Context: an optimization exercise on an open-source flow, tuned for small area. The choices shown serve that exercise and are no tape-out recipe. The RTL was checked by simulation tests, not by an equivalence proof against the original design. The clock port is modelled as an ideal driver; clocking choices that lean on that would not hold on a real chip. Power and IR drop assume default switching activity.

==> flow/design.v, too long to show whole: its modules and the start of the top module <==
// module jet_pp: 266 lines
// module jet_mtree: 545 lines
// module jet_slot: 161 lines
// module jet_ao22: 11 lines
// module jet_sel3: 13 lines
// module jet_pick: 23 lines
// module jet_and_or15: 13 lines
// module jet_and_or13: 15 lines
// module jet_aoi222: 6 lines
// module jet_nand5: 6 lines
// module jet_alu: 129 lines
// module jet_aslice: 22 lines
// module jet_shift: 110 lines
// module jet_mx2: 8 lines
// module jet_mx4: 10 lines
// module jet_cnt: 60 lines
// module jet_mac: 46 lines
// module jet_ladd2: 38 lines
// module jet_lcmp: 26 lines
// module jet_fa: 10 lines
// module jet_xnor2: 7 lines
// module jet_or2: 7 lines
// module jet_rca: 28 lines
// module jet_pc8: 16 lines
// module jet_cpa50: 39 lines
module jet_slot (
    input  wire        clk,
    input  wire        rst,         
    input  wire        head,        
    input  wire        in_valid,    
    input  wire        end_set,     
    input  wire [63:0] insn,
    input  wire [31:0] tok_n,
    input  wire [31:0] tok_e,
    input  wire [31:0] tok_s,
    input  wire [31:0] tok_w,
    input  wire [31:0] k0,
    input  wire [31:0] k1,
    input  wire [31:0] k2,
    input  wire [31:0] k3,
    input  wire        carry_in,    
    output reg         res_valid,   
    output reg  [31:0] result,
    output reg         send_valid,  
    output reg         send_carry,
    output reg  [31:0] w0,
    output reg  [31:0] w1,
    output reg  [31:0] w2,
    output reg  [31:0] w3,
    output reg  [47:0] acc,
    output reg         c_flag,
    output reg         p_flag
);
  // ...
==> flow/flow/run.sh <==
#!/bin/bash
# The standard layout with two changes: the smallest buffer (buf_1) on every
# port, and, after the floorplan, cells that synthesis sized up without need
# (slack to spare) set back to their smallest drive (flow/downsize.tcl).
set -euo pipefail
export BUFFER_PORTS_ARGS="-buffer_cell sky130_fd_sc_hd__buf_1"
R=orfs/results/$FLOW_PLATFORM/jet_slot/base
bash standard.sh floorplan > make_floorplan.log 2>&1
DZ_IN=$R/2_floorplan.odb DZ_OUT=$R/2_floorplan.odb DZ_SDC=$R/2_floorplan.sdc \
  DZ_MARGIN=2.0 DZ_FLOOR=3.0 openroad -no_init -exit flow/downsize.tcl > downsize.log 2>&1
bash standard.sh finish > make_finish.log 2>&1
==> flow/flow/downsize.tcl <==
# Downsizes combinational cells (not buffers, inverters, flip-flops or adders)
# whose output pins have slack above DZ_MARGIN ns to the smallest drive of the
# same function, keeping the design's worst setup slack at least DZ_FLOOR ns.
# env: DZ_IN, DZ_OUT (odb), DZ_SDC, DZ_MARGIN, DZ_FLOOR, DZ_PLACED (1: estimate
# placement parasitics first)
set plat $::env(FLOW_HOME)/platforms/sky130hd
read_liberty $plat/lib/sky130_fd_sc_hd__tt_025C_1v80.lib
read_db $::env(DZ_IN)
read_sdc $::env(DZ_SDC)
source $plat/setRC.tcl
if {[info exists ::env(DZ_PLACED)] && $::env(DZ_PLACED)} {
  set_propagated_clock [all_clocks]
  estimate_parasitics -placement
}
set margin $::env(DZ_MARGIN)
set floor [expr {$::env(DZ_FLOOR) * 1e-9}]
proc smallest {master} {
  if {![regexp {^(sky130_fd_sc_hd__[a-z0-9]+?)_(\d+)$} $master -> base drive]} { return "" }
  if {[regexp {__(buf|clkbuf|clkinv|inv|df|dlygate|clkdlybuf|dlymetal|conb|fa|ha|tap|fill|decap|diode|bufinv|bufbuf|sdf|edf)} $base]} { return "" }
  set best ""
  set ba 1e9
  foreach c [get_lib_cells */${base}_*] {
    set n [get_name $c]
    if {![regexp "^${base}_\\d+\$" $n]} { continue }
    if {[get_property $c dont_use]} { continue }
    set a [get_property $c area]
    if {$a < $ba} { set ba $a; set best $n }
  }
  if {$best eq $master} { return "" }
  return $best
}
puts "worst slack before: [expr {[sta::worst_slack_cmd max] * 1e9}] ns"
set saved 0.0
set n 0
set tried 0
foreach inst [get_cells *] {
  set m [get_property $inst ref_name]
  set s [smallest $m]
  if {$s eq ""} { continue }
  set worst 1e9
  foreach p [get_pins -of_objects $inst -filter "direction == output"] {
    set sl [get_property $p slack_max]
    if {$sl ne "" && $sl < $worst} { set worst $sl }
  }
  if {$worst < $margin} { continue }
  incr tried
  set oa [get_property [get_lib_cells */$m] area]
  set na [get_property [get_lib_cells */$s] area]
  replace_cell $inst [get_lib_cells */$s]
  if {[sta::worst_slack_cmd max] < $floor} {
    replace_cell $inst [get_lib_cells */$m]
  } else {
    set saved [expr {$saved + $oa - $na}]
    incr n
  }
}
puts "downsized $n of $tried cells tried, saved $saved um2"
puts "worst slack after: [expr {[sta::worst_slack_cmd max] * 1e9}] ns"
if {[info exists ::env(DZ_OUT)]} { write_db $::env(DZ_OUT) }
==> flow/standard.sh <==
#!/bin/bash
# synth_recipe.tcl (not shown) runs the flow's synth.tcl, then flattens the netlist and writes it again
# the make line also repeats each setting of config.mk as NAME=value (left out here)
make -C /OpenROAD-flow-scripts/flow DESIGN_CONFIG=/design/flow/config.mk WORK_HOME=/design/flow/orfs CLKGATE_MAP_FILE= SYNTH_SCRIPT=/design/flow/synth_recipe.tcl "${@:-finish}"
==> flow/config.mk <==
export PLATFORM = sky130hd
export DESIGN_NAME = jet_slot
export DESIGN_NICKNAME = jet_slot
export VERILOG_FILES = /design/flow/design.v
export SDC_FILE = /design/flow/constraint.sdc
export NUM_CORES = 8
export LEC_CHECK = 0
export CAP_MARGIN = 20
export CORE_AREA = 2 2 332.445 332.445
export DIE_AREA = 0 0 334.445 334.445
export PLACE_DENSITY = 0.55
export SLEW_MARGIN = 20
export SYNTH_HIERARCHICAL = 1
export SYNTH_MINIMUM_KEEP_SIZE = 0
==> flow/constraint.sdc <==
create_clock -name core_clock -period 30.0 [get_ports {clk}]
set_input_delay 6.0000 -clock core_clock [delete_from_list [all_inputs] [get_ports {clk}]]
set_output_delay 6.0000 -clock core_clock [all_outputs]
set_load 0.01 [all_outputs]
==> run_results.csv, run 1 <==
group,metric,value,unit
synthesis,syn_nets,5563,
setup_path,cp-start-kind,"input pin",
clock_network,clkLatencyLatePin,0.61,ns
power_and_ir_drop,peakVddDrop,118.0,uV
clock_network,ctsHoldBuffers,0,
power_and_ir_drop,seqPwrFrac,12.2,%
drt,wl_met2,103400,um
final_layout,inv_count,158,
placement,placed_area,47650,um^2
synthesis,synthesis.area,44600,um^2
drt,wl_per_cell,37.84,um
floorplanning,fp-row-count,121,
final_layout,seq_area_share,8.759,%
final_layout,final_common_cell,"buf_1",
floorplanning,die_width,334.4,um
final_layout,fill_cells,10880,
sta,rsz0062_at_grt,"no",
run_status,status,"no timing/DRC/antenna violations",
synthesis,syn_inst,4716,
power_and_ir_drop,intPower,1.183,mW
drt,drt-initial-drc-count,11370,
power_and_ir_drop,p_per_area,52.02,nW/um^2
grt,grt_max_degree,70,
final_layout,largest_register,"acc",
sta,setup_ws,0.7758,ns
setup_path,critical_path_class,"in -> reg",
==> inputs of run 2 (changes only) <==
==> flow/flow/run.sh (replaced) <==
#!/bin/bash
# The standard layout with three changes: the smallest buffer (buf_1) on every
# port; after the floorplan, cells that synthesis sized up without need (slack
# to spare) set back to their smallest drive (flow/downsize.tcl); and the same
# again after clock tree synthesis, with the placement's wire estimates.
set -euo pipefail
export BUFFER_PORTS_ARGS="-buffer_cell sky130_fd_sc_hd__buf_1"
R=orfs/results/$FLOW_PLATFORM/jet_slot/base
bash standard.sh floorplan > make_floorplan.log 2>&1
DZ_IN=$R/2_floorplan.odb DZ_OUT=$R/2_floorplan.odb DZ_SDC=$R/2_floorplan.sdc \
  DZ_MARGIN=2.0 DZ_FLOOR=3.0 openroad -no_init -exit flow/downsize.tcl > downsize_floorplan.log 2>&1
bash standard.sh cts > make_cts.log 2>&1
DZ_IN=$R/4_cts.odb DZ_OUT=$R/4_cts.odb DZ_SDC=$R/4_cts.sdc DZ_PLACED=1 \
  DZ_MARGIN=2.0 DZ_FLOOR=1.8 openroad -no_init -exit flow/downsize.tcl > downsize_cts.log 2>&1
bash standard.sh finish > make_finish.log 2>&1
==> run_results.csv, run 2 <==
group,metric,value,unit
floorplanning,start_util,41.09,%
sta,drv_slew,0,
sta,hold_ws,0.5647,ns
placement,port_buffers,530,
synthesis,synth_area_per_cell,9.458,um^2
power_and_ir_drop,p_leak,19.55,nW
placement,placed_area,47650,um^2
setup_path,cp-start-kind,"input pin",
placement,dp.cells,6640,
power_and_ir_drop,p_per_area,52.21,nW/um^2
final_layout,largest_register,"acc",
clock_network,clockBufferDepth,3,
power_and_ir_drop,switching_share,53.31,%
grt,grt_pass1_vias,45690,
floorplanning,fp-row-count,121,
clock_network,post_cts_buffers,0,
setup_path,cp_slowest_cell,"or4_1",
setup_path,cp_top_family,"adder cells",
drt,vias,49840,
setup_path,cp_max_fo,22,
synthesis,synthesis.area,44600,um^2
power_and_ir_drop,p_sw,1.350,mW
clock_network,tritoncts,"yes",
placement,dp_hpwl,197200,um
drt,wl_per_cell,37.78,um
drt,ant_nets,0,
sta,max_freq,34.55,MHz
sta,setup_viol,0,
sta,hold_viol,0,
drt,drt_first_pass_iters,15,
final_layout,area_growth,8.775,%
drt,wirelength,253900,um
setup_path,cp_slowest_stage_delay,0.85,ns
setup_path,required,30.43,ns
synthesis,syn_inst,4716,
final_layout,final_nets,6108,
clock_network,cts_resized,0,
setup_path,cp-end-kind,"register",
sta,period_minus_slack,28.95,ns
floorplanning,fp.dieArea,111900,um^2
power_and_ir_drop,comb_power_share,73.4,%
final_layout,drive_gt1_share,8.654,%
final_layout,final_area,48520,um^2
grt,antenna_found_initial,30,
sta,rsz0062_at_grt,"no",
clock_network,path_clk_slew,0.07,ns
floorplanning,die_width,334.4,um
sta,setup-tns-final,0,ns
sta,tightest_slew,1.307,ns
sta,period_share,96.49,%
grt,grt_overflow,0,
final_layout,fin_cells,6721,
grt,grt_pass1_wl,351000,um
sta,slew_headroom,12.57,%
drt,drt-initial-drc-count,11460,
setup_path,path_common_cell,"fa_1",
final_layout,largest_reg_flops,48,
placement,gp_congestion,1.107,
power_and_ir_drop,seqPwrFrac,12.2,%
clock_network,numCtsBuffers,26,
clock_network,cts_sinks,213,
clock_network,clkLatencyLatePin,0.61,ns
floorplanning,io_pins,539,
run_status,status,"no timing/DRC/antenna violations",
synthesis,yosys_warnings,11,
floorplanning,core_area,108600,um^2
sta,fin_skew,0.03317,ns
clock_network,h-tree-depth,1,
job,drv_cap,0,
setup_path,critPathArrivalTime,29.37,ns
clock_network,ctsHoldBuffers,0,
clock_network,clockRootBuffer,"clkbuf_16",
power_and_ir_drop,clockPowerShare,14.4,%
setup_path,path_buf_inv,4,
final_layout,final_common_cell,"buf_1",
grt,grt_use_total,43.55,%
power_and_ir_drop,intPower,1.183,mW
floorplanning,die-height,334.4,um
drt,drc,0,
power_and_ir_drop,peakVddDrop,121.4,uV
grt,grt_max_degree,70,
final_layout,final_cell_mix,"524 x buf_1, 482 x a222oi_1, 445 x fa_1, 425 x nor2_1, 247 x buf_4",
setup_path,critical_path_class,"in -> reg",
synthesis,syn_nets,5563,
hold_path,hold_path_class,"reg -> reg",
drt,via_per_inst,7.415,
## run 2: cell count changes in the layout (fill, tap and decap cells not counted), sizes merged
cell    previous run  this run
clkbuf            38        39
diode             23        26
buf              770       774
## run 2: worst paths after layout
kind | depth (start not counted) | end | slack (ns) | start
max | 63 | p_flag$_SDFFE_PN0P_ | 1.05 | insn[62]
min | 1 | w1[5]$_DFF_P_ | 0.56 | w1[5]$_DFF_P_
max reg2reg | 56 | p_flag$_SDFFE_PN0P_ | 8.50 | w1[0]$_DFF_P_
min reg2reg | 1 | w1[5]$_DFF_P_ | 0.56 | w1[5]$_DFF_P_
## run 2: layout make-up
type	instances	area, um^2
sequential	213	4264
timing repair buffer	781	3904
antenna	26	65.06
clock buffer	32	713.2
inverter	158	593.1
tap	1414	1769
fill	10900	60030
multi-input combinational	4081	36990
clock inverter	16	221.5
## run 2: per-stage QoR
step	util, %	power [mW]	setup slack, ns
detailed placement	43.90	2.072	1.122
CTS	44.76	2.435	1.670
global placement	43.90	2.060	1.310
finish	44.70	2.533	1.053
floorplan	-	1.472	4.294
global route	44.67	2.622	0.5313
## run 2: power by group through the flow
stage                     clock network, mW  logic, mW  registers, mW
after detailed placement                  0       1.76          0.314
after CTS                             0.360       1.77          0.308
final                                 0.365       1.86          0.308
after floorplan                           0       1.16          0.316
after global routing                  0.371       1.94          0.308
after global placement                    0       1.75          0.314
## run 2: per-layer routing
layer / GRT usage, % / routed length (um)
met1: 57.02 / 93920
met2: 61.29 / 103200
met3: 15.56 / 37920
met4: 25.84 / 18880
met5: 0 / 34
==> inputs of run 3 (changes only) <==
--- a/flow/config.mk
+++ b/flow/config.mk
@@ -8,4 +8,6 @@
 export CAP_MARGIN = 20
 export CORE_AREA = 2 2 332.445 332.445
+export CTS_CLUSTER_DIAMETER = 80
+export CTS_CLUSTER_SIZE = 25
 export DIE_AREA = 0 0 334.445 334.445
 export PLACE_DENSITY = 0.55
==> run_results.csv, run 3 <==
group,metric,value,unit
grt,grt_overflow,0,
floorplanning,core_area,108600,um^2
drt,wl_per_cell,37.96,um
final_layout,final-seq-area,4264,um^2
sta,max_freq,34.33,MHz
final_layout,final_nets,6100,
floorplanning,die-height,334.4,um
placement,port_buffers,530,
floorplanning,start_util,41.09,%
drt,via_per_inst,7.418,
synthesis,syn_nets,5563,
setup_path,path_common_cell,"fa_1",
clock_network,cts_sinks,213,
sta,drv_slew,0,
floorplanning,fp-row-count,121,
drt,drt_first_pass_iters,15,
floorplanning,die_width,334.4,um
synthesis,synthesis.area,44600,um^2
hold_path,hold_path_class,"reg -> reg",
power_and_ir_drop,power,2.467,mW
placement,pre_cts_ws,1.122,ns
setup_path,cp_slowest_stage_delay,0.91,ns
sta,hold_viol,0,
grt,grt_pass1_vias,45500,
grt,grt_use_total,43.58,%
drt,wirelength,254400,um
clock_network,h-tree-depth,1,
grt,antenna_found_initial,30,
sta,hold_ws,0.5736,ns
sta,slew_headroom,15.14,%
placement,dp_hpwl,197200,um
drt,drc,0,
setup_path,cp-end-kind,"register",
clock_network,clkLatencyLatePin,0.59,ns
final_layout,largest_register,"acc",
grt,grt_pass1_wl,351000,um
sta,setup_ws,0.8682,ns
sta,period_share,97.11,%
clock_network,clockBufferDepth,3,
final_layout,largest_reg_flops,48,
synthesis,yosys_warnings,11,
placement,placed_area,47650,um^2
sta,fin_skew,0.03381,ns
placement,gp_congestion,1.107,
clock_network,cts_resized,0,
synthesis,syn_inst,4716,
clock_network,ctsHoldBuffers,0,
grt,grt_max_degree,70,
clock_network,path_clk_slew,0.10,ns
sta,setup_viol,0,
floorplanning,fp.dieArea,111900,um^2
drt,drt-initial-drc-count,11350,
clock_network,clockRootBuffer,"clkbuf_16",
setup_path,required,30.42,ns
sta,period_minus_slack,29.13,ns
job,drv_cap,0,
final_layout,area_growth,8.287,%
final_layout,drive_gt1_share,8.431,%
setup_path,cp_max_fo,22,
clock_network,tritoncts,"yes",
setup_path,critical_path_class,"in -> reg",
power_and_ir_drop,peakVddDrop,115.8,uV
setup_path,critPathArrivalTime,29.55,ns
setup_path,cp_top_family,"adder cells",
final_layout,final_common_cell,"buf_1",
power_and_ir_drop,p_leak,19.44,nW
final_layout,final_cell_mix,"524 x buf_1, 482 x a222oi_1, 445 x fa_1, 425 x nor2_1, 247 x buf_4",
sta,rsz0062_at_grt,"no",
final_layout,fin_cells,6702,
setup_path,path_buf_inv,4,
setup_path,cp_slowest_cell,"nor4_1",
final_layout,postLayoutCoreUtil,44.49,%
run_status,status,"no timing/DRC/antenna violations",
drt,ant_nets,0,
final_layout,fill_cells,10930,
final_layout,final_area,48300,um^2
placement,dp.cells,6640,
synthesis,synth_area_per_cell,9.458,um^2
clock_network,post_cts_buffers,0,
setup_path,cp-start-kind,"input pin",
floorplanning,io_pins,539,
clock_network,numCtsBuffers,19,
drt,vias,49710,
sta,setup-tns-final,0,ns
final_layout,multi_input_area,36990,um^2
power_and_ir_drop,p_per_area,51.08,nW/um^2
setup_path,r2r_setup_slack,8.37,ns
sta,tightest_slew,1.268,ns
run 3: changes by cell type in the layout (fill, tap and decap cells not counted), moves of 2 or more:
cell        before  now
clkinv_16        0    3
bufinv_16        4    0
clkinv_2         4    0
diode_2         26   22
clkbuf_16       26   19
inv_8            0    2
clkinv_4         2    0
clkinvlp_4       3    0
inv_12           0    3
clkbuf_1         2    0
clkbuf_8         4    2
run 3: metal layers:
metal | track usage, % | share of wire [%]
met1 | 57.11 | 37
met2 | 61.93 | 41
met3 | 15.42 | 15
met4 | 24.39 | 7.2
met5 | 1.389 | 0.13
run 3: layout make-up:
type,count,share of cell area [%]
Multi-Input combinational cell,4081,76.58
Sequential cell,213,8.829
Timing Repair Buffer,780,8.075
Tap cell,1414,3.663
Inverter,158,1.228
Clock buffer,21,1.041
Clock inverter,13,0.4715
Antenna cell,22,0.1140
run 3: worst paths after layout:
| path | from | to | cells after the start |
|---|---|---|---|
| max | insn[62] | p_flag$_SDFFE_PN0P_ | 63 |
| min | w0[5]$_DFF_P_ | w0[5]$_DFF_P_ | 1 |
| max reg2reg | w1[0]$_DFF_P_ | p_flag$_SDFFE_PN0P_ | 56 |
| min reg2reg | w0[5]$_DFF_P_ | w0[5]$_DFF_P_ | 1 |
run 3: power breakdown:
group          leakage [nW]  switching (mW)  internal (mW)  total, mW
logic                  17.4            1.18          0.680       1.86
registers              1.72          0.0106          0.298      0.308
clock network         0.347           0.166          0.136      0.302
run 3: worst register-to-register path: cells and delay by family (launching register included):
kind                       cells  cell delay [ns]
AOI/OAI and AO/OA             10             3.55
xor gates and xnor gates       2             0.46
adders and majority gates     22             9.10
buffers and inverters          2             0.31
DFF                            1             0.38
muxes                          8             3.56
and+or+nand+nor               12             4.10
==> inputs of run 4 (changes only) <==
==> flow/flow/run.sh (replaced) <==
#!/bin/bash
# The standard layout with these changes: the smallest buffer (buf_1) on every
# port; after the floorplan, cells that synthesis sized up without need (slack
# to spare) set back to their smallest drive (flow/downsize.tcl); after clock
# tree synthesis, the same again with the placement's wire estimates, and
# repair buffers with slack and slew to spare made buf_2 (flow/bufdown.tcl).
set -euo pipefail
export BUFFER_PORTS_ARGS="-buffer_cell sky130_fd_sc_hd__buf_1"
R=orfs/results/$FLOW_PLATFORM/jet_slot/base
bash standard.sh floorplan > make_floorplan.log 2>&1
DZ_IN=$R/2_floorplan.odb DZ_OUT=$R/2_floorplan.odb DZ_SDC=$R/2_floorplan.sdc \
  DZ_MARGIN=2.0 DZ_FLOOR=3.0 openroad -no_init -exit flow/downsize.tcl > downsize_floorplan.log 2>&1
bash standard.sh cts > make_cts.log 2>&1
DZ_IN=$R/4_cts.odb DZ_OUT=$R/4_cts.odb DZ_SDC=$R/4_cts.sdc DZ_MARGIN=3.0 DZ_FLOOR=2.0 \
  DZ_SLEW=0.9 openroad -no_init -exit flow/bufdown.tcl > bufdown_cts.log 2>&1
DZ_IN=$R/4_cts.odb DZ_OUT=$R/4_cts.odb DZ_SDC=$R/4_cts.sdc DZ_PLACED=1 \
  DZ_MARGIN=2.0 DZ_FLOOR=1.8 openroad -no_init -exit flow/downsize.tcl > downsize_cts.log 2>&1
bash standard.sh finish > make_finish.log 2>&1
==> flow/flow/bufdown.tcl (new file) <==
# Replaces buf_4, buf_6 and buf_8 by buf_2 where the output has slack (DZ_MARGIN ns)
# and slew (DZ_SLEW ns) to spare, keeping the worst setup slack at least DZ_FLOOR ns.
# env: DZ_IN, DZ_OUT (odb), DZ_SDC, DZ_MARGIN, DZ_FLOOR, DZ_SLEW
set plat $::env(FLOW_HOME)/platforms/sky130hd
read_liberty $plat/lib/sky130_fd_sc_hd__tt_025C_1v80.lib
read_db $::env(DZ_IN)
read_sdc $::env(DZ_SDC)
source $plat/setRC.tcl
set_propagated_clock [all_clocks]
estimate_parasitics -placement
set margin $::env(DZ_MARGIN)
set floor [expr {$::env(DZ_FLOOR) * 1e-9}]
set slewmax $::env(DZ_SLEW)
puts "worst slack before: [expr {[sta::worst_slack_cmd max] * 1e9}] ns"
report_check_types -max_slew -max_capacitance -violators
set b2 [get_lib_cells */sky130_fd_sc_hd__buf_2]
set n 0; set saved 0.0
foreach inst [get_cells *] {
  set m [get_property $inst ref_name]
  if {![regexp {^sky130_fd_sc_hd__buf_(4|6|8)$} $m]} continue
  set op [get_pins -of_objects $inst -filter "direction == output"]
  set sl [get_property $op slack_max]
  if {$sl eq "" || $sl < $margin} continue
  set oa [get_property [get_lib_cells */$m] area]
  replace_cell $inst $b2
  set sw [get_property $op slew_max]
  if {[sta::worst_slack_cmd max] < $floor || $sw > $slewmax} {
    replace_cell $inst [get_lib_cells */$m]
  } else { incr n; set saved [expr {$saved + $oa - 5.0048}] }
}
puts "replaced $n buffers, saved $saved um2"
puts "worst slack after: [expr {[sta::worst_slack_cmd max] * 1e9}] ns"
report_check_types -max_slew -max_capacitance -violators
if {[info exists ::env(DZ_OUT)]} { write_db $::env(DZ_OUT) }
==> run_results.csv, run 4 <==
group,metric,value,unit
floorplanning,die_width,334.4,um
setup_path,cp-startpoint,"insn[62]",
sta,setup_viol,0,
power_and_ir_drop,power,2.461,mW
power_and_ir_drop,intPower,1.110,mW
setup_path,path_common_cell,"fa_1",
power_and_ir_drop,p_leak,19.39,nW
synthesis,yosys_warnings,11,
drt,drc,0,
clock_network,cts_sinks,213,
setup_path,cp_slowest_stage_delay,0.85,ns
setup_path,r2r_setup_slack,8.49,ns
final_layout,area_growth,7.944,%
drt,drt-initial-drc-count,11420,
final_layout,fill_cells,10950,
drt,ant_nets,0,
floorplanning,fp-row-count,121,
hold_path,hold_path_class,"reg -> reg",
sta,period_share,96.13,%
sta,fin_skew,0.03505,ns
clock_network,clockRootBuffer,"clkbuf_16",
power_and_ir_drop,p_sw,1.352,mW
sta,max_freq,34.67,MHz
floorplanning,core_area,108600,um^2
placement,port_buffers,530,
sta,slew_headroom,14.86,%
setup_path,cp_top_family,"adder cells",
job,drv_cap,0,
setup_path,cp-start-kind,"input pin",
clock_network,clockBufferDepth,3,
placement,gp_congestion,1.107,
power_and_ir_drop,p_per_area,51.12,nW/um^2
power_and_ir_drop,seqPwrFrac,12.5,%
sta,setup-tns-final,0,ns
placement,dp.cells,6640,
setup_path,cp_slowest_cell,"or4_1",
synthesis,syn_nets,5563,
sta,hold_viol,0,
clock_network,tritoncts,"yes",
clock_network,h-tree-depth,1,
grt,grt_pass1_wl,350700,um
synthesis,synth_area_per_cell,9.458,um^2
power_and_ir_drop,switching_share,54.92,%
sta,period_minus_slack,28.84,ns
hold_path,hold_path.startpoint,"w1[5]$_DFF_P_",
synthesis,syn_inst,4716,
drt,wl_per_cell,37.86,um
synthesis,synthesis.area,44600,um^2
setup_path,critical_path_class,"in -> reg",
final_layout,final_common_cell,"buf_1",
clock_network,cts_resized,0,
final_layout,final_cell_mix,"524 x buf_1, 482 x a222oi_1, 445 x fa_1, 425 x nor2_1, 214 x a21oi_1",
final_layout,drive_gt1_share,8.414,%
grt,grt_pass1_vias,45600,
floorplanning,io_pins,539,
power_and_ir_drop,comb_power_share,75.2,%
drt,via_per_inst,7.403,
floorplanning,die-height,334.4,um
sta,drv_slew,0,
setup_path,r2r_start,"acc[47]$_DFF_P_",
final_layout,largest_reg_flops,48,
sta,rsz0062_at_grt,"no",
final_layout,final_area,48150,um^2
run_status,status,"no timing/DRC/antenna violations",
floorplanning,start_util,41.09,%
placement,dp_hpwl,197200,um
grt,grt_overflow,0,
grt,antenna_found_initial,33,
floorplanning,fp.dieArea,111900,um^2
final_layout,final_nets,6099,
clock_network,path_clk_slew,0.10,ns
setup_path,cp-end-kind,"register",
clock_network,ctsHoldBuffers,0,
final_layout,largest_register,"acc",
setup_path,required,30.43,ns
drt,drt_first_pass_iters,13,
placement,pre_cts_ws,1.122,ns
drt,wirelength,254100,um
grt,grt_use_total,43.53,%
setup_path,path_buf_inv,4,
power_and_ir_drop,clockPowerShare,12.3,%
final_layout,fin_cells,6710,
clock_network,numCtsBuffers,19,
sta,setup_ws,1.161,ns
setup_path,critPathArrivalTime,29.27,ns
setup_path,cp_max_fo,22,
drt,vias,49670,
sta,hold_ws,0.5743,ns
sta,tightest_slew,1.272,ns
power_and_ir_drop,peakVddDrop,116.2,uV
grt,grt_max_degree,70,
clock_network,post_cts_buffers,0,
clock_network,clkLatencyLatePin,0.60,ns
placement,placed_area,47650,um^2
final_layout,postLayoutCoreUtil,44.35,%
[run 4: layout make-up]
type / instances / area (um^2) / share of cell area, %
diodes: 31 / 77.57 / 0.1611
clock buffers: 21 / 503.0 / 1.045
clock inverters: 13 / 227.7 / 0.4730
inverters: 158 / 593.1 / 1.232
multi-input cells: 4081 / 36990 / 76.82
flip-flops and latches: 213 / 4264 / 8.857
well taps: 1414 / 1769 / 3.675
repair buffers: 779 / 3725 / 7.736
[run 4: worst paths after layout]
path / endpoint / cells past startpoint
setup / recovery: p_flag$_SDFFE_PN0P_ / 63
setup reg to reg: p_flag$_SDFFE_PN0P_ / 60
hold reg to reg: w1[5]$_DFF_P_ / 1
hold / removal: w1[5]$_DFF_P_ / 1
[run 4: metal layers]
metal  track usage [%]  wire, um  vias to the layer above
li1                  -         -                    19960
met1             56.71     94250                    24740
met2             61.77    103300                     4075
met3             15.83     37550                      887
met4             24.80     18760                       10
met5            0.9119       203                        -
[run 4: power groups by stage]
stage	combinational, mW	clock (mW)	sequential (mW)
floorplan	1.16	0	0.316
CTS	1.77	0.301	0.307
finish	1.85	0.303	0.308
detailed placement	1.76	0	0.314
global route	1.94	0.309	0.308
global placement	1.75	0	0.314
==> inputs of run 5 (changes only) <==
--- a/flow/config.mk
+++ b/flow/config.mk
@@ -11,5 +11,5 @@
 export CTS_CLUSTER_SIZE = 25
 export DIE_AREA = 0 0 334.445 334.445
-export PLACE_DENSITY = 0.55
+export PLACE_DENSITY = 0.7
 export SLEW_MARGIN = 20
 export SYNTH_HIERARCHICAL = 1
==> run_results.csv, run 5 <==
group,metric,value,unit
final_layout,postLayoutCoreUtil,44.16,%
grt,grt_pass1_vias,46450,
job,drv_cap,0,
setup_path,cp-start-kind,"input pin",
placement,port_buffers,530,
sta,rsz0062_at_grt,"no",
power_and_ir_drop,seqPwrFrac,12.8,%
clock_network,path_clk_slew,0.10,ns
clock_network,cts_sinks,213,
final_layout,largest_register,"acc",
grt,grt_pass1_wl,338000,um
setup_path,cp-end-kind,"register",
floorplanning,die-height,334.4,um
drt,drt-initial-drc-count,13510,
power_and_ir_drop,p_leak,19.35,nW
power_and_ir_drop,peakVddDrop,92.60,uV
sta,setup-tns-final,0,ns
synthesis,yosys_warnings,11,
setup_path,path_common_cell,"fa_1",
sta,drv_slew,0,
placement,dp_hpwl,188100,um
floorplanning,fp.dieArea,111900,um^2
sta,period_minus_slack,29.25,ns
drt,wl_per_cell,36.05,um
clock_network,clkLatencyLatePin,0.58,ns
power_and_ir_drop,clockPowerShare,11.5,%
clock_network,h-tree-depth,1,
final_layout,largest_reg_flops,48,
clock_network,ctsHoldBuffers,0,
final_layout,area_growth,7.473,%
sta,tightest_slew,1.136,ns
final_layout,final_common_cell,"buf_1",
power_and_ir_drop,p_sw,1.320,mW
sta,setup_viol,0,
run_status,status,"no timing/DRC/antenna violations",
power_and_ir_drop,comb_power_share,75.7,%
drt,drt_first_pass_iters,28,
sta,period_share,97.50,%
final_layout,drive_gt1_share,8.059,%
power_and_ir_drop,p_per_area,50.46,nW/um^2
sta,max_freq,34.19,MHz
floorplanning,core_area,108600,um^2
synthesis,synth_area_per_cell,9.458,um^2
clock_network,tritoncts,"yes",
grt,grt_overflow,0,
clock_network,clockBufferDepth,3,
clock_network,clockRootBuffer,"clkbuf_16",
synthesis,syn_nets,5563,
placement,gp_congestion,1.120,
floorplanning,die_width,334.4,um
drt,wirelength,241500,um
setup_path,critPathArrivalTime,29.71,ns
grt,antenna_found_initial,33,
floorplanning,start_util,41.09,%
final_layout,final_nets,6097,
setup_path,critical_path_class,"in -> reg",
setup_path,cp_max_fo,23,
final_layout,fill_cells,10770,
final_layout,final_cell_mix,"524 x buf_1, 482 x a222oi_1, 445 x fa_1, 431 x nor2_1, 214 x a21oi_1",
sta,hold_viol,0,
clock_network,post_cts_buffers,0,
power_and_ir_drop,intPower,1.099,mW
sta,hold_ws,0.5735,ns
sta,slew_headroom,24.25,%
floorplanning,fp-row-count,121,
synthesis,synthesis.area,44600,um^2
clock_network,numCtsBuffers,18,
floorplanning,io_pins,539,
grt,grt_max_degree,71,
setup_path,cp_slowest_cell,"or4_1",
sta,fin_skew,0.03762,ns
setup_path,required,30.46,ns
clock_network,cts_resized,0,
synthesis,syn_inst,4716,
drt,vias,50470,
grt,grt_use_total,41.33,%
hold_path,hold_path_class,"reg -> reg",
drt,via_per_inst,7.537,
drt,ant_nets,0,
drt,drc,0,
power_and_ir_drop,switching_share,54.57,%
setup_path,cp_slowest_stage_delay,0.99,ns
[run 5: final timing paths]
check,slack [ns],to,startpoint,depth (start not counted)
max,0.75,acc[36]$_DFF_P_,insn[62],63
min,0.57,w2[12]$_DFF_P_,w2[12]$_DFF_P_,1
max reg2reg,8.12,acc[36]$_DFF_P_,acc[47]$_DFF_P_,59
min reg2reg,0.57,w2[12]$_DFF_P_,w2[12]$_DFF_P_,1
[run 5: worst max-delay path: cells and delay by family]
kind / cells / cell delay, ns
buffers and inverters: 6 / 1.39
muxes: 8 / 3.14
AOI/OAI and AO/OA: 9 / 3.65
adders and majority gates: 22 / 9.07
and+or+nand+nor: 16 / 5.98
xor gates and xnor gates: 2 / 0.36
[run 5: power groups by stage]
stage | logic [mW] | clock network [mW] | registers (mW)
2_1_floorplan | 1.16 | 0 | 0.316
3_3_place_gp | 1.71 | 0 | 0.314
3_5_place_dp | 1.73 | 0 | 0.314
4_1_cts | 1.74 | 0.274 | 0.308
5_1_grt | 1.91 | 0.283 | 0.309
6_report | 1.83 | 0.278 | 0.309
[run 5: routing by layer]
layer / wire, um / GRT usage [%] / up-vias
li1: - / - / 19940
met3: 42800 / 18.03 / 1155
met1: 84090 / 52.65 / 24500
met4: 21040 / 26.48 / 24
met2: 93280 / 56.48 / 4848
met5: 247 / 0.6513 / -
[run 5: layout make-up]
| cell class | instances | area [um^2] | area share [%] |
|---|---|---|---|
| flip-flops and latches | 213 | 4264 | 8.895 |
| diodes | 22 | 55.05 | 0.1148 |
| clock inverters | 12 | 170.2 | 0.3550 |
| well taps | 1414 | 1769 | 3.691 |
| inverters | 158 | 593.1 | 1.237 |
| multi-input cells | 4081 | 36910 | 77.00 |
| clock buffers | 19 | 475.5 | 0.9919 |
| repair buffers | 778 | 3699 | 7.716 |
[run 5: stage by stage]
stage / worst slack (ns) / cell area, um^2 / cells / power [mW]
5_1_grt: 0.2632 / 47920 / 6689 / 2.504
3_3_place_gp: 1.492 / 47650 / 6642 / 2.028
3_5_place_dp: 1.276 / 47650 / 6642 / 2.043
6_report: 0.7515 / 47940 / 6697 / 2.419
2_1_floorplan: 4.294 / 44600 / 4716 / 1.472
4_1_cts: 1.827 / 48300 / 6673 / 2.323
==> inputs of run 6 (changes only) <==
--- a/flow/flow/run.sh
+++ b/flow/flow/run.sh
@@ -12,5 +12,5 @@
   DZ_MARGIN=2.0 DZ_FLOOR=3.0 openroad -no_init -exit flow/downsize.tcl > downsize_floorplan.log 2>&1
 bash standard.sh cts > make_cts.log 2>&1
-DZ_IN=$R/4_cts.odb DZ_OUT=$R/4_cts.odb DZ_SDC=$R/4_cts.sdc DZ_MARGIN=3.0 DZ_FLOOR=2.0 \
+DZ_IN=$R/4_cts.odb DZ_OUT=$R/4_cts.odb DZ_SDC=$R/4_cts.sdc DZ_MARGIN=1.5 DZ_FLOOR=2.0 \
   DZ_SLEW=0.9 openroad -no_init -exit flow/bufdown.tcl > bufdown_cts.log 2>&1
 DZ_IN=$R/4_cts.odb DZ_OUT=$R/4_cts.odb DZ_SDC=$R/4_cts.sdc DZ_PLACED=1 \
--- a/flow/config.mk
+++ b/flow/config.mk
@@ -11,5 +11,5 @@
 export CTS_CLUSTER_SIZE = 25
 export DIE_AREA = 0 0 334.445 334.445
-export PLACE_DENSITY = 0.7
+export PLACE_DENSITY = 0.55
 export SLEW_MARGIN = 20
 export SYNTH_HIERARCHICAL = 1
==> run_results.csv, run 6 <==
group,metric,value,unit
setup_path,critical_path_class,"in -> reg",
drt,vias,49820,
grt,grt_pass1_wl,350600,um
sta,tightest_slew,1.249,ns
synthesis,syn_nets,5563,
floorplanning,core_area,108600,um^2
setup_path,cp-end-kind,"register",
final_layout,postLayoutCoreUtil,44.19,%
drt,wl_per_cell,37.93,um
final_layout,area_growth,7.552,%
clock_network,post_cts_buffers,0,
hold_path,hold_path_class,"reg -> reg",
drt,wirelength,254000,um
power_and_ir_drop,p_per_area,51.14,nW/um^2
final_layout,drive_gt1_share,9.352,%
power_and_ir_drop,peakVddDrop,115.3,uV
placement,dp_hpwl,197200,um
setup_path,required,30.42,ns
drt,drt_first_pass_iters,19,
clock_network,clockBufferDepth,3,
floorplanning,io_pins,539,
setup_path,cp_slowest_cell,"nor4_1",
job,drv_cap,0,
placement,port_buffers,530,
sta,slew_headroom,16.12,%
final_layout,final_area,47970,um^2
grt,grt_overflow,0,
sta,hold_ws,0.5772,ns
floorplanning,fp.dieArea,111900,um^2
final_layout,final_nets,6095,
drt,ant_nets,0,
clock_network,numCtsBuffers,19,
sta,period_share,98.08,%
sta,rsz0062_at_grt,"no",
grt,grt_max_degree,70,
sta,setup_ws,0.5764,ns
floorplanning,start_util,41.09,%
drt,drt-initial-drc-count,11470,
setup_path,critPathArrivalTime,29.85,ns
clock_network,ctsHoldBuffers,0,
placement,pre_cts_ws,1.122,ns
final_layout,final_cell_mix,"524 x buf_1, 482 x a222oi_1, 445 x fa_1, 397 x nor2_1, 213 x dfxtp_1",
placement,gp_congestion,1.107,
clock_network,h-tree-depth,1,
grt,grt_pass1_vias,45570,
setup_path,cp_max_fo,22,
sta,hold_viol,0,
run_status,status,"no timing/DRC/antenna violations",
synthesis,synthesis.area,44600,um^2
clock_network,clkLatencyLatePin,0.60,ns
floorplanning,die-height,334.4,um
synthesis,syn_inst,4716,
clock_network,tritoncts,"yes",
setup_path,cp_slowest_stage_delay,1.04,ns
synthesis,yosys_warnings,11,
clock_network,cts_resized,0,
final_layout,largest_register,"acc",
final_layout,largest_reg_flops,48,
setup_path,path_common_cell,"fa_1",
drt,via_per_inst,7.438,
sta,fin_skew,0.03790,ns
power_and_ir_drop,p_leak,19.35,nW
synthesis,synth_area_per_cell,9.458,um^2
clock_network,clockRootBuffer,"clkbuf_16",
sta,period_minus_slack,29.42,ns
grt,antenna_found_initial,30,
clock_network,path_clk_slew,0.10,ns
floorplanning,die_width,334.4,um
drt,drc,0,
sta,drv_slew,0,
floorplanning,fp-row-count,121,
placement,placed_area,47650,um^2
sta,max_freq,33.99,MHz
clock_network,cts_sinks,213,
final_layout,final_common_cell,"buf_1",
setup_path,cp-start-kind,"input pin",
sta,setup-tns-final,0,ns
grt,grt_use_total,43.52,%
sta,setup_viol,0,
==> run 6: cell types whose count changed in the layout (fill, tap and decap cells not counted), sizes merged <==
cell    change
diode       +1
inv         +2
clkbuf      +2
buf         -3
clkinv      -1
==> run 6: metal layers <==
metal | track usage [%] | part of all wire (%) | wire length [um] | up-vias
met2 | 61.86 | 41 | 103800 | 4185
met4 | 24.65 | 7.2 | 18320 | 14
met3 | 15.20 | 15 | 37640 | 877
li1 | - | - | - | 19930
met5 | 1.389 | 0.11 | 275 | -
met1 | 57.03 | 37 | 94030 | 24810
==> run 6: report_power, final <==
part / internal, mW / switching (mW)
combinational: 0.667 / 1.17
clock: 0.136 / 0.168
sequential: 0.298 / 0.0105
==> run 6: critical path, delay by kind of cell <==
| family | cells | cell delay [ns] |
|---|---|---|
| AO/OA/AOI/OAI | 10 | 3.24 |
| buffers and inverters | 5 | 1.82 |
| XOR/XNOR | 2 | 0.41 |
| multiplexers | 8 | 3.50 |
| AND/OR/NAND/NOR | 15 | 5.99 |
| adder cells (fa/ha/maj) | 22 | 8.78 |
==> run 6: per-stage QoR <==
step           total power [mW]  instances
5_1_grt                   2.546       6692
3_3_place_gp              2.060       6640
2_1_floorplan             1.472       4716
3_5_place_dp              2.072       6640
6_report                  2.453       6698
4_1_cts                   2.376       6674
==> run 6: path summary, 6_finish.rpt <==
| kind | end | slack, ns | cells after the start | startpoint |
|---|---|---|---|---|
| setup / recovery | p_flag$_SDFFE_PN0P_ | 0.58 | 62 | insn[62] |
| hold / removal | w0[5]$_DFF_P_ | 0.58 | 1 | w0[5]$_DFF_P_ |
| setup reg to reg | p_flag$_SDFFE_PN0P_ | 8.22 | 59 | acc[47]$_DFF_P_ |
| hold reg to reg | w0[5]$_DFF_P_ | 0.58 | 1 | w0[5]$_DFF_P_ |
==> run 6: cell type report <==
type / instances / area, um^2
antenna: 23 / 57.56
clock buffer: 21 / 503.0
clock inverter: 13 / 227.7
fill: 11000 / 60580
inverter: 158 / 593.1
multi-input combinational: 4081 / 37210
sequential: 213 / 4264
tap: 1414 / 1769
timing repair buffer: 775 / 3346
==> inputs of run 7 (changes only) <==
--- a/flow/config.mk
+++ b/flow/config.mk
@@ -11,5 +11,5 @@
 export CTS_CLUSTER_SIZE = 25
 export DIE_AREA = 0 0 334.445 334.445
-export PLACE_DENSITY = 0.55
+export PLACE_DENSITY = 0.7
 export SLEW_MARGIN = 20
 export SYNTH_HIERARCHICAL = 1
==> run_results.csv, run 7 <==
group,metric,value,unit
setup_path,path_buf_inv,5,
clock_network,clockRootBuffer,"clkbuf_16",
synthesis,yosys_warnings,11,
floorplanning,core_area,108600,um^2
drt,vias,50620,
floorplanning,fp-row-count,121,
clock_network,cts_resized,0,
sta,setup-tns-final,0,ns
drt,drt_first_pass_iters,21,
sta,tightest_slew,1.169,ns
setup_path,cp-start-kind,"input pin",
grt,grt_use_met3,18.46,%
floorplanning,io_pins,539,
final_layout,final_cell_mix,"524 x buf_1, 482 x a222oi_1, 445 x fa_1, 426 x nor2_1, 214 x a21oi_1",
clock_network,path_clk_slew,0.09,ns
clock_network,ctsHoldBuffers,0,
drt,drt-initial-drc-count,13800,
setup_path,cp-end-kind,"register",
sta,rsz0062_at_grt,"no",
placement,port_buffers,530,
grt,use_met2,56.35,%
drt,wirelength,241700,um
setup_path,critical_path_class,"in -> reg",
grt,grt_max_degree,71,
sta,setup_viol,0,
grt,grt_use_met1,52.26,%
final_layout,largest_reg_flops,48,
placement,dp_hpwl,188100,um
final_layout,area_growth,7.347,%
grt,antenna_found_initial,34,
final_layout,drive_gt1_share,8.194,%
sta,period_minus_slack,29.08,ns
synthesis,syn_nets,5563,
power_and_ir_drop,comb_power_share,75.6,%
drt,drc,0,
run_status,status,"no timing/DRC/antenna violations",
synthesis,synthesis.area,44600,um^2
synthesis,synth_area_per_cell,9.458,um^2
final_layout,final_common_cell,"buf_1",
power_and_ir_drop,p_leak,19.33,nW
power_and_ir_drop,clockPowerShare,11.5,%
drt,via_per_inst,7.552,
grt,busiest_layer,"met2",
clock_network,clockBufferDepth,3,
drt,ant_nets,0,
grt,grt_overflow,0,
grt,grt_pass1_vias,46480,
clock_network,numCtsBuffers,18,
clock_network,tritoncts,"yes",
sta,slew_headroom,22.09,%
sta,max_freq,34.39,MHz
clock_network,clkLatencyLatePin,0.58,ns
floorplanning,die_width,334.4,um
power_and_ir_drop,p_per_area,50.41,nW/um^2
clock_network,h-tree-depth,1,
floorplanning,start_util,41.09,%
setup_path,cp_top_family,"adder cells",
setup_path,cp_slowest_stage_delay,0.98,ns
sta,fin_skew,0.03637,ns
power_and_ir_drop,peakVddDrop,92.39,uV
sta,drv_slew,0,
setup_path,path_common_cell,"fa_1",
job,drv_cap,0,
clock_network,cts_sinks,213,
power_and_ir_drop,intPower,1.095,mW
setup_path,cp_slowest_cell,"or4_1",
power_and_ir_drop,p_sw,1.318,mW
final_layout,final_nets,6096,
final_layout,postLayoutCoreUtil,44.11,%
power_and_ir_drop,seqPwrFrac,12.8,%
grt,grt_pass1_wl,338000,um
clock_network,post_cts_buffers,0,
floorplanning,die-height,334.4,um
final_layout,largest_register,"acc",
sta,period_share,96.93,%
setup_path,cp_max_fo,23,
setup_path,required,30.45,ns
drt,wl_per_cell,36.06,um
power_and_ir_drop,switching_share,54.62,%
grt,grt_use_total,41.32,%
hold_path,hold_path_class,"reg -> reg",
sta,hold_viol,0,
floorplanning,fp.dieArea,111900,um^2
setup_path,critPathArrivalTime,29.53,ns
placement,gp_congestion,1.120,
synthesis,syn_inst,4716,
## run 7: worst reg2reg max path, delay by kind of cell (launching register included)
| family | cells | cell delay (ns) |
|---|---|---|
| buf+inv | 6 | 1.35 |
| flops | 1 | 0.89 |
| mux | 6 | 2.57 |
| fa+ha+maj | 21 | 8.63 |
| compound gates | 11 | 3.88 |
| xor+xnor | 2 | 0.42 |
| simple gates | 13 | 4.17 |
## run 7: final timing paths
| path | from | end | slack (ns) | cells after the start |
|---|---|---|---|---|
| worst max-delay path | insn[62] | acc[33]$_DFF_P_ | 0.92 | 62 |
| worst min register to register | w3[20]$_DFF_P_ | w3[20]$_DFF_P_ | 0.57 | 1 |
| worst max register to register | acc[47]$_DFF_P_ | acc[33]$_DFF_P_ | 7.99 | 59 |
| worst min-delay path | w3[20]$_DFF_P_ | w3[20]$_DFF_P_ | 0.57 | 1 |
## run 7: area by class of cell
| cell class | count | area, um^2 |
|---|---|---|
| Timing Repair Buffer | 777 | 3596 |
| Antenna cell | 28 | 70.07 |
| Inverter | 158 | 593.1 |
| Tap cell | 1414 | 1769 |
| Sequential cell | 213 | 4264 |
| Clock buffer | 19 | 475.5 |
| Fill cell | 10780 | 60670 |
| Multi-Input combinational cell | 4081 | 36940 |
| Clock inverter | 12 | 170.2 |
## run 7: layer usage
metal	part of all wire (%)	routed length, um
met5	0.076	183
met4	9.1	21940
met3	18	42520
met2	38	92720
met1	35	84330
## run 7: metrics by stage
stage                     hold slack [ns]  instance area, um^2  instances  total power [mW]  setup WS (ns)
after detailed placement           0.5337                47650       6642             2.043          1.276
after global placement             0.5266                47650       6642             2.028          1.492
after global routing               0.5884                47840       6687             2.503         0.4652
after floorplan                    0.5485                44600       4716             1.472          4.294
after CTS                          0.5570                48300       6673             2.323          1.827
final                              0.5711                47880       6702             2.413         0.9214
## run 7: power by group through the flow
stage	clock (mW)	combinational, mW	sequential, mW
after floorplan	0	1.16	0.316
after global placement	0	1.71	0.314
after detailed placement	0	1.73	0.314
after CTS	0.274	1.74	0.308
after global routing	0.284	1.91	0.309
final	0.279	1.83	0.309
==> inputs of run 8 (changes only) <==
--- a/flow/flow/run.sh
+++ b/flow/flow/run.sh
@@ -12,5 +12,5 @@
   DZ_MARGIN=2.0 DZ_FLOOR=3.0 openroad -no_init -exit flow/downsize.tcl > downsize_floorplan.log 2>&1
 bash standard.sh cts > make_cts.log 2>&1
-DZ_IN=$R/4_cts.odb DZ_OUT=$R/4_cts.odb DZ_SDC=$R/4_cts.sdc DZ_MARGIN=1.5 DZ_FLOOR=2.0 \
+DZ_IN=$R/4_cts.odb DZ_OUT=$R/4_cts.odb DZ_SDC=$R/4_cts.sdc DZ_MARGIN=3.0 DZ_FLOOR=2.0 \
   DZ_SLEW=0.9 openroad -no_init -exit flow/bufdown.tcl > bufdown_cts.log 2>&1
 DZ_IN=$R/4_cts.odb DZ_OUT=$R/4_cts.odb DZ_SDC=$R/4_cts.sdc DZ_PLACED=1 \
--- a/flow/flow/bufdown.tcl
+++ b/flow/flow/bufdown.tcl
@@ -1,4 +1,5 @@
-# Replaces buf_4, buf_6 and buf_8 by buf_2 where the output has slack (DZ_MARGIN ns)
-# and slew (DZ_SLEW ns) to spare, keeping the worst setup slack at least DZ_FLOOR ns.
+# Replaces buf_4, buf_6 and buf_8 by buf_1, else buf_2, where the output has slack
+# (DZ_MARGIN ns) and slew (DZ_SLEW ns) to spare, keeping the worst setup slack at
+# least DZ_FLOOR ns.
 # env: DZ_IN, DZ_OUT (odb), DZ_SDC, DZ_MARGIN, DZ_FLOOR, DZ_SLEW
 set plat $::env(FLOW_HOME)/platforms/sky130hd
@@ -14,4 +15,5 @@
 puts "worst slack before: [expr {[sta::worst_slack_cmd max] * 1e9}] ns"
 report_check_types -max_slew -max_capacitance -violators
+set b1 [get_lib_cells */sky130_fd_sc_hd__buf_1]
 set b2 [get_lib_cells */sky130_fd_sc_hd__buf_2]
 set n 0; set saved 0.0
@@ -23,9 +25,12 @@
   if {$sl eq "" || $sl < $margin} continue
   set oa [get_property [get_lib_cells */$m] area]
-  replace_cell $inst $b2
-  set sw [get_property $op slew_max]
-  if {[sta::worst_slack_cmd max] < $floor || $sw > $slewmax} {
-    replace_cell $inst [get_lib_cells */$m]
-  } else { incr n; set saved [expr {$saved + $oa - 5.0048}] }
+  set done 0
+  foreach {b na} [list $b1 3.7536 $b2 5.0048] {
+    replace_cell $inst $b
+    if {[sta::worst_slack_cmd max] >= $floor && [get_property $op slew_max] <= $slewmax} {
+      incr n; set saved [expr {$saved + $oa - $na}]; set done 1; break
+    }
+  }
+  if {!$done} { replace_cell $inst [get_lib_cells */$m] }
 }
 puts "replaced $n buffers, saved $saved um2"
--- a/flow/config.mk
+++ b/flow/config.mk
@@ -11,5 +11,5 @@
 export CTS_CLUSTER_SIZE = 25
 export DIE_AREA = 0 0 334.445 334.445
-export PLACE_DENSITY = 0.7
+export PLACE_DENSITY = 0.55
 export SLEW_MARGIN = 20
 export SYNTH_HIERARCHICAL = 1
==> run_results.csv, run 8 <==
group,metric,value,unit
clock_network,h-tree-depth,1,
final_layout,fill_cells,10960,
floorplanning,fp.dieArea,111900,um^2
clock_network,clockBufferDepth,3,
floorplanning,core_area,108600,um^2
run_status,status,"no timing/DRC/antenna violations",
floorplanning,die-height,334.4,um
placement,gp_congestion,1.107,
drt,vias,49800,
sta,rsz0062_at_grt,"no",
final_layout,multi_input_area,36990,um^2
clock_network,numCtsBuffers,19,
final_layout,fin_cells,6708,
sta,setup-tns-final,0,ns
synthesis,synth_area_per_cell,9.458,um^2
setup_path,critical_path_class,"in -> reg",
sta,period_share,96.37,%
placement,placed_area,47650,um^2
power_and_ir_drop,power,2.470,mW
final_layout,area_growth,7.947,%
synthesis,syn_inst,4716,
setup_path,cp_max_fo,22,
drt,wl_per_cell,37.87,um
synthesis,synthesis.area,44600,um^2
power_and_ir_drop,peakVddDrop,118.3,uV
final_layout,postLayoutCoreUtil,44.35,%
floorplanning,die_width,334.4,um
clock_network,clockRootBuffer,"clkbuf_16",
grt,grt_pass1_vias,45600,
placement,pre_cts_ws,1.122,ns
sta,setup_viol,0,
setup_path,critPathArrivalTime,29.34,ns
sta,hold_ws,0.5756,ns
grt,grt_max_degree,70,
clock_network,tritoncts,"yes",
sta,setup_ws,1.089,ns
clock_network,path_clk_slew,0.10,ns
synthesis,yosys_warnings,11,
floorplanning,start_util,41.09,%
synthesis,syn_nets,5563,
setup_path,cp_slowest_stage_delay,0.86,ns
setup_path,required,30.43,ns
sta,tightest_slew,1.240,ns
final_layout,drive_gt1_share,7.898,%
final_layout,final_area,48150,um^2
setup_path,cp_slowest_cell,"nor4_1",
drt,ant_nets,0,
grt,antenna_found_initial,32,
hold_path,hold_path_class,"reg -> reg",
sta,period_minus_slack,28.91,ns
sta,slew_headroom,17.01,%
clock_network,clkLatencyLatePin,0.60,ns
grt,grt_pass1_wl,350700,um
final_layout,largest_reg_flops,48,
final_layout,largest_register,"acc",
power_and_ir_drop,p_per_area,51.31,nW/um^2
final_layout,final_common_cell,"buf_1",
final_layout,final_cell_mix,"553 x buf_1, 482 x a222oi_1, 445 x fa_1, 425 x nor2_1, 214 x a21oi_1",
drt,drc,0,
sta,max_freq,34.59,MHz
final_layout,final-seq-area,4264,um^2
drt,wirelength,254000,um
final_layout,final_nets,6101,
sta,hold_viol,0,
placement,dp.cells,6640,
floorplanning,io_pins,539,
sta,fin_skew,0.03647,ns
drt,via_per_inst,7.423,
grt,grt_use_total,43.53,%
clock_network,cts_sinks,213,
setup_path,cp-start-kind,"input pin",
power_and_ir_drop,p_leak,19.34,nW
clock_network,cts_resized,0,
floorplanning,fp-row-count,121,
placement,port_buffers,530,
drt,drt_first_pass_iters,17,
grt,grt_overflow,0,
placement,dp_hpwl,197200,um
clock_network,ctsHoldBuffers,0,
sta,drv_slew,0,
clock_network,post_cts_buffers,0,
setup_path,path_common_cell,"fa_1",
job,drv_cap,0,
drt,drt-initial-drc-count,11820,
setup_path,cp-end-kind,"register",
-- run 8: report_power, final --
| part | switching [mW] | internal (mW) | leakage (nW) | total [mW] |
|---|---|---|---|---|
| Combinational | 1.18 | 0.676 | 17.3 | 1.86 |
| Clock | 0.168 | 0.136 | 0.347 | 0.304 |
| Sequential | 0.0106 | 0.298 | 1.72 | 0.308 |
| Total | 1.36 | 1.11 | 19.3 | 2.47 |
-- run 8: routing by layer --
layer | vias up | track usage (%) | share of wire [%]
li1 | 19970 | - | -
met1 | 24750 | 56.71 | 37
met2 | 4154 | 61.77 | 41
met3 | 916 | 15.83 | 15
met4 | 8 | 24.80 | 7.4
met5 | - | 0.9119 | 0.074
-- run 8: final timing paths --
check / from / endpoint / slack [ns] / depth (start not counted)
max: insn[62] / p_flag$_SDFFE_PN0P_ / 1.09 / 63
min: w1[5]$_DFF_P_ / w1[5]$_DFF_P_ / 0.58 / 1
max reg2reg: acc[47]$_DFF_P_ / p_flag$_SDFFE_PN0P_ / 8.43 / 60
min reg2reg: w1[5]$_DFF_P_ / w1[5]$_DFF_P_ / 0.58 / 1
-- run 8: worst max-delay path, delay by kind of cell --
kind	cells	cell delay [ns]
multiplexers	8	3.46
XOR/XNOR	2	0.40
AO/OA/AOI/OAI	10	3.34
adder cells (fa/ha/maj)	22	8.79
buffers and inverters	4	1.13
AND/OR/NAND/NOR	17	6.13
-- run 8: layout make-up --
| class | instances | share of cell area, % |
|---|---|---|
| sequential | 213 | 8.856 |
| tap | 1414 | 3.675 |
| antenna | 27 | 0.1403 |
| inverter | 158 | 1.232 |
| multi-input combinational | 4081 | 76.82 |
| clock buffer | 21 | 1.045 |
| timing repair buffer | 781 | 7.760 |
| clock inverter | 13 | 0.4730 |

==> static timing again, ports no longer ideal <==
The results above use ideal ports. As a check the final layouts listed here were re-extracted and re-timed, cells and wires unchanged.
Step 1: set_driving_cell puts a clkbuf_16 on clk and a buf_2 on each other input, an assumption about the parent block.
Step 2, shift: input delay + t, output delay - t, t = (earliest + latest rising clock arrival at the registers) / 2. This alone moves slack from input paths to output paths.
Slacks: ideal / step 1 / step 2; pairs: ideal / step 1.
run	t (ns)	setup slack, ns	worst setup path at the end	clock arrival spread, ns
run 1	0.665	0.776 / 0.813 / 0.148	input to register	0.032 / 0.033
run 2	0.665	1.053 / 1.091 / 0.427	input to register	0.033 / 0.033
run 3	0.647	0.868 / 0.905 / 0.258	input to register	0.034 / 0.033
run 4	0.648	1.161 / 1.196 / 0.548	input to register	0.036 / 0.036
run 5	0.632	0.751 / 0.798 / 0.166	input to register	0.038 / 0.038
run 6	0.649	0.576 / 0.613 / -0.036	input to register	0.038 / 0.038
run 7	0.632	0.921 / 0.968 / 0.336	input to register	0.036 / 0.036
run 8	0.648	1.089 / 1.125 / 0.477	input to register	0.036 / 0.036
With both steps, setup timing fails in run 6, where it was met with ideal ports. For run 1, which loses most, drivers alone change the setup slack by +0.037 ns; drivers and shift together by -0.628 ns.
